This is an optimization exercise on Yosys and OpenROAD, whose aim is small area, a short achievable clock period and few clock cycles per item, not a production implementation.
Function was checked by simulation only, so behaviour that the tests miss may differ from the original.

==> flow/design.v (excerpt) <==
module sha384_core (
    input  wire         clk,
    input  wire         rst,          
    input  wire         in_valid,
    output wire         in_ready,
    input  wire [63:0]  in_data,
    input  wire         in_first,     
    output wire         out_valid,
    output wire [383:0] out_digest
);
clock: 12.0 ns
lec_check: 0
cap_margin: 20
core_margin: 2
core_utilization: 55
cts_buf_list: sky130_fd_sc_hd__clkbuf_8
cts_cluster_diameter: 50
cts_cluster_size: 16
slew_margin: 20
synth_memory_max_bits: 16384
tns_end_percent: 30
standard.sh (not shown) runs the stock make flow with config.mk's settings and CLKGATE_MAP_FILE= SYNTH_SCRIPT=/design/flow/synth_recipe.tcl, a recipe that flattens the netlist after the stock synthesis.
==> flow/flow/run.sh <==
#!/bin/bash
# Standard ORFS layout (the standard.sh, standard synthesis unchanged), with
# - timing repair asked to leave extra setup slack so the achieved period drops
# - the smallest buffer cell for the port buffers
# - a fanout limit for repair_design (flow/fanout.tcl, sourced before resizing)
set -euo pipefail
bash standard.sh SETUP_SLACK_MARGIN=7.0 \
  "BUFFER_PORTS_ARGS=-buffer_cell sky130_fd_sc_hd__buf_1" \
  "PRE_RESIZE_TCL=$PWD/flow/fanout.tcl" \
  finish > make_finish.log 2>&1
==> flow/flow/fanout.tcl <==
# Limit fanout so that repair_design splits the wide enable nets into smaller
# buffer trees (large nets are hard for the detailed router to wire cleanly).
set_max_fanout 40 [current_design]
Testbench counts at the start, summed over its fixed seeds: cycles 31,128, items 384.
Then changed:
==> flow/run.sh (new file) <==
#!/bin/bash
# synth_recipe.tcl (not shown) runs the flow's synth.tcl, then flattens the netlist and writes it again
# the make line also repeats each setting of config.mk as NAME=value (left out here)
make -C /OpenROAD-flow-scripts/flow DESIGN_CONFIG=/design/flow/config.mk WORK_HOME=/design/flow/orfs CLKGATE_MAP_FILE= SYNTH_SCRIPT=/design/flow/synth_recipe.tcl finish
CTS_CLUSTER_DIAMETER = not set   (was 50)
CTS_CLUSTER_SIZE = not set   (was 16)
SETUP_SLACK_MARGIN = 5   (was not set)
TNS_END_PERCENT = not set   (was 30)
removed: flow/flow/run.sh
removed: flow/flow/fanout.tcl
removed: flow/standard.sh
Core utilization went down by 1.5 points.
Via count drops by 2.3%.
Worst setup slack degrades by 1400 ps.
Cell count goes down by 2.0%.
Routed wire length drops by about 3%.
Then changed:
==> flow/flow/run.sh (new file) <==
#!/bin/bash
# Standard ORFS layout (the standard.sh, standard synthesis unchanged), with
# - timing repair asked to leave extra setup slack so the achieved period drops
# - the smallest buffer cell for the port buffers
# - a fanout limit for repair_design (flow/fanout.tcl, sourced before resizing)
set -euo pipefail
bash standard.sh SETUP_SLACK_MARGIN=7.0 \
  "BUFFER_PORTS_ARGS=-buffer_cell sky130_fd_sc_hd__buf_1" \
  "PRE_RESIZE_TCL=$PWD/flow/fanout.tcl" \
  finish > make_finish.log 2>&1
==> flow/flow/fanout.tcl (new file) <==
# Limit fanout so that repair_design splits the wide enable nets into smaller
# buffer trees (large nets are hard for the detailed router to wire cleanly).
set_max_fanout 40 [current_design]
==> flow/standard.sh (new file) <==
#!/bin/bash
# synth_recipe.tcl (not shown) runs the flow's synth.tcl, then flattens the netlist and writes it again
# the make line also repeats each setting of config.mk as NAME=value (left out here)
make -C /OpenROAD-flow-scripts/flow DESIGN_CONFIG=/design/flow/config.mk WORK_HOME=/design/flow/orfs CLKGATE_MAP_FILE= SYNTH_SCRIPT=/design/flow/synth_recipe.tcl "${@:-finish}"
SETUP_SLACK_MARGIN = not set   (was 5)
removed: flow/run.sh
=> The new run ran to the end with no violations. Final cell count is higher by 4.0%. Utilization is higher by 2.8 points. Count of clock-buffer cells in the layout is lower by 3. Area after synthesis does not change.
Then changed:
CTS_CLUSTER_DIAMETER = 50   (was not set)
CTS_CLUSTER_SIZE = 16   (was not set)
TNS_END_PERCENT = 50   (was not set)
Outcome: Design area went down slightly. Wire length went down slightly.

---

== west ==
sha384_core again, from the RTL that the note above started with.
==> flow/config.mk <==
export PLATFORM = sky130hd
export DESIGN_NAME = sha384_core
export DESIGN_NICKNAME = sha384_core
export VERILOG_FILES = /design/flow/design.v
export SDC_FILE = /design/flow/constraint.sdc
export NUM_CORES = 4
export LEC_CHECK = 0
export CAP_MARGIN = 20
export CORE_MARGIN = 2
export CORE_UTILIZATION = 55
export CTS_BUF_LIST = sky130_fd_sc_hd__clkbuf_8
export CTS_CLUSTER_DIAMETER = 50
export CTS_CLUSTER_SIZE = 16
export SLEW_MARGIN = 20
export SYNTH_MEMORY_MAX_BITS = 16384
export TNS_END_PERCENT = 0
==> flow/constraint.sdc <==
create_clock -name core_clock -period 12.0 [get_ports {clk}]
set_input_delay 2.4000 -clock core_clock [delete_from_list [all_inputs] [get_ports {clk}]]
set_output_delay 2.4000 -clock core_clock [all_outputs]
set_load 0.01 [all_outputs]
==> flow/flow/run.sh <==
#!/bin/bash
# Standard ORFS layout (the standard.sh, standard synthesis unchanged), with
# - timing repair asked to leave extra setup slack so the achieved period drops
# - the smallest buffer cell for the port buffers
# - a fanout limit for repair_design (flow/fanout.tcl, sourced before resizing)
set -euo pipefail
bash standard.sh SETUP_SLACK_MARGIN=7.0 \
  "BUFFER_PORTS_ARGS=-buffer_cell sky130_fd_sc_hd__buf_1" \
  "PRE_RESIZE_TCL=$PWD/flow/fanout.tcl" \
  finish > make_finish.log 2>&1
==> flow/flow/fanout.tcl <==
# Limit fanout so that repair_design splits the wide enable nets into smaller
# buffer trees (large nets are hard for the detailed router to wire cleanly).
set_max_fanout 40 [current_design]
west | status: complete | timing, DRC, antenna: pass
Testbench counts of west, summed over its fixed seeds: cycles 31,128, items 384.
## Diff of input files: north against west
diff --git a/flow/config.mk b/flow/config.mk
--- a/flow/config.mk
+++ b/flow/config.mk
@@ -15,2 +15 @@
 export SYNTH_MEMORY_MAX_BITS = 16384
-export TNS_END_PERCENT = 0
--- outcome ---
- north completed end to end with timing, DRC and antenna clean.
- Comparing highest achievable clock rate for west and north, the bigger number came from north.
- The setup slack of north is larger than that of west.
- Compared west against north; register cell area after layout within noise.
- In the tables for west and north, via count of the first global-routing pass reads higher with north.
- Compared with west, north shows critical path depth higher by 5.
- Diff west -> north: area growth from synthesis to layout now sits higher.
- Relative to west, met1 layer usage reported by global route has increased by 0.46 points in north.

[port drivers added, routing unchanged]
Ports are ideal in the flow. The routed layouts listed here were re-timed in OpenROAD.
Step 1 assumes that a clkbuf_16 drives the clock port and a buf_2 every other input.
Step 2 times the ports against the registers' clock, not the clock port: input delays grow and output delays shrink by t, the midpoint of the rising clock arrivals with the driver on.
a / b / c = no drivers / after step 1 / after step 2; a / b = the first two.
| run | shift t [ns] | setup slack, ns | worst setup path after step 2 | cell pins on the clock port's net |
|---|---|---|---|---|
| the first run of note 1 | 1.142 | 6.520 / 6.520 / 5.850 | input to register | 1 |
| the second run of note 1 | 1.158 | 5.108 / 5.108 / 5.108 | register to register | 1 |
| the third run of note 1 | 1.163 | 6.546 / 6.546 / 5.953 | input to register | 1 |
| the fourth run of note 1 | 1.126 | 6.502 / 6.502 / 5.921 | input to register | 1 |
| west | 1.113 | 6.251 / 6.251 / 5.474 | input to register | 1 |
| north | 1.148 | 6.472 / 6.472 / 5.978 | input to register | 1 |
After both steps every run listed still meets setup and hold. The setup slack of west, which loses most, moves by 0.000 ns with the drivers and by -0.777 ns with both steps.
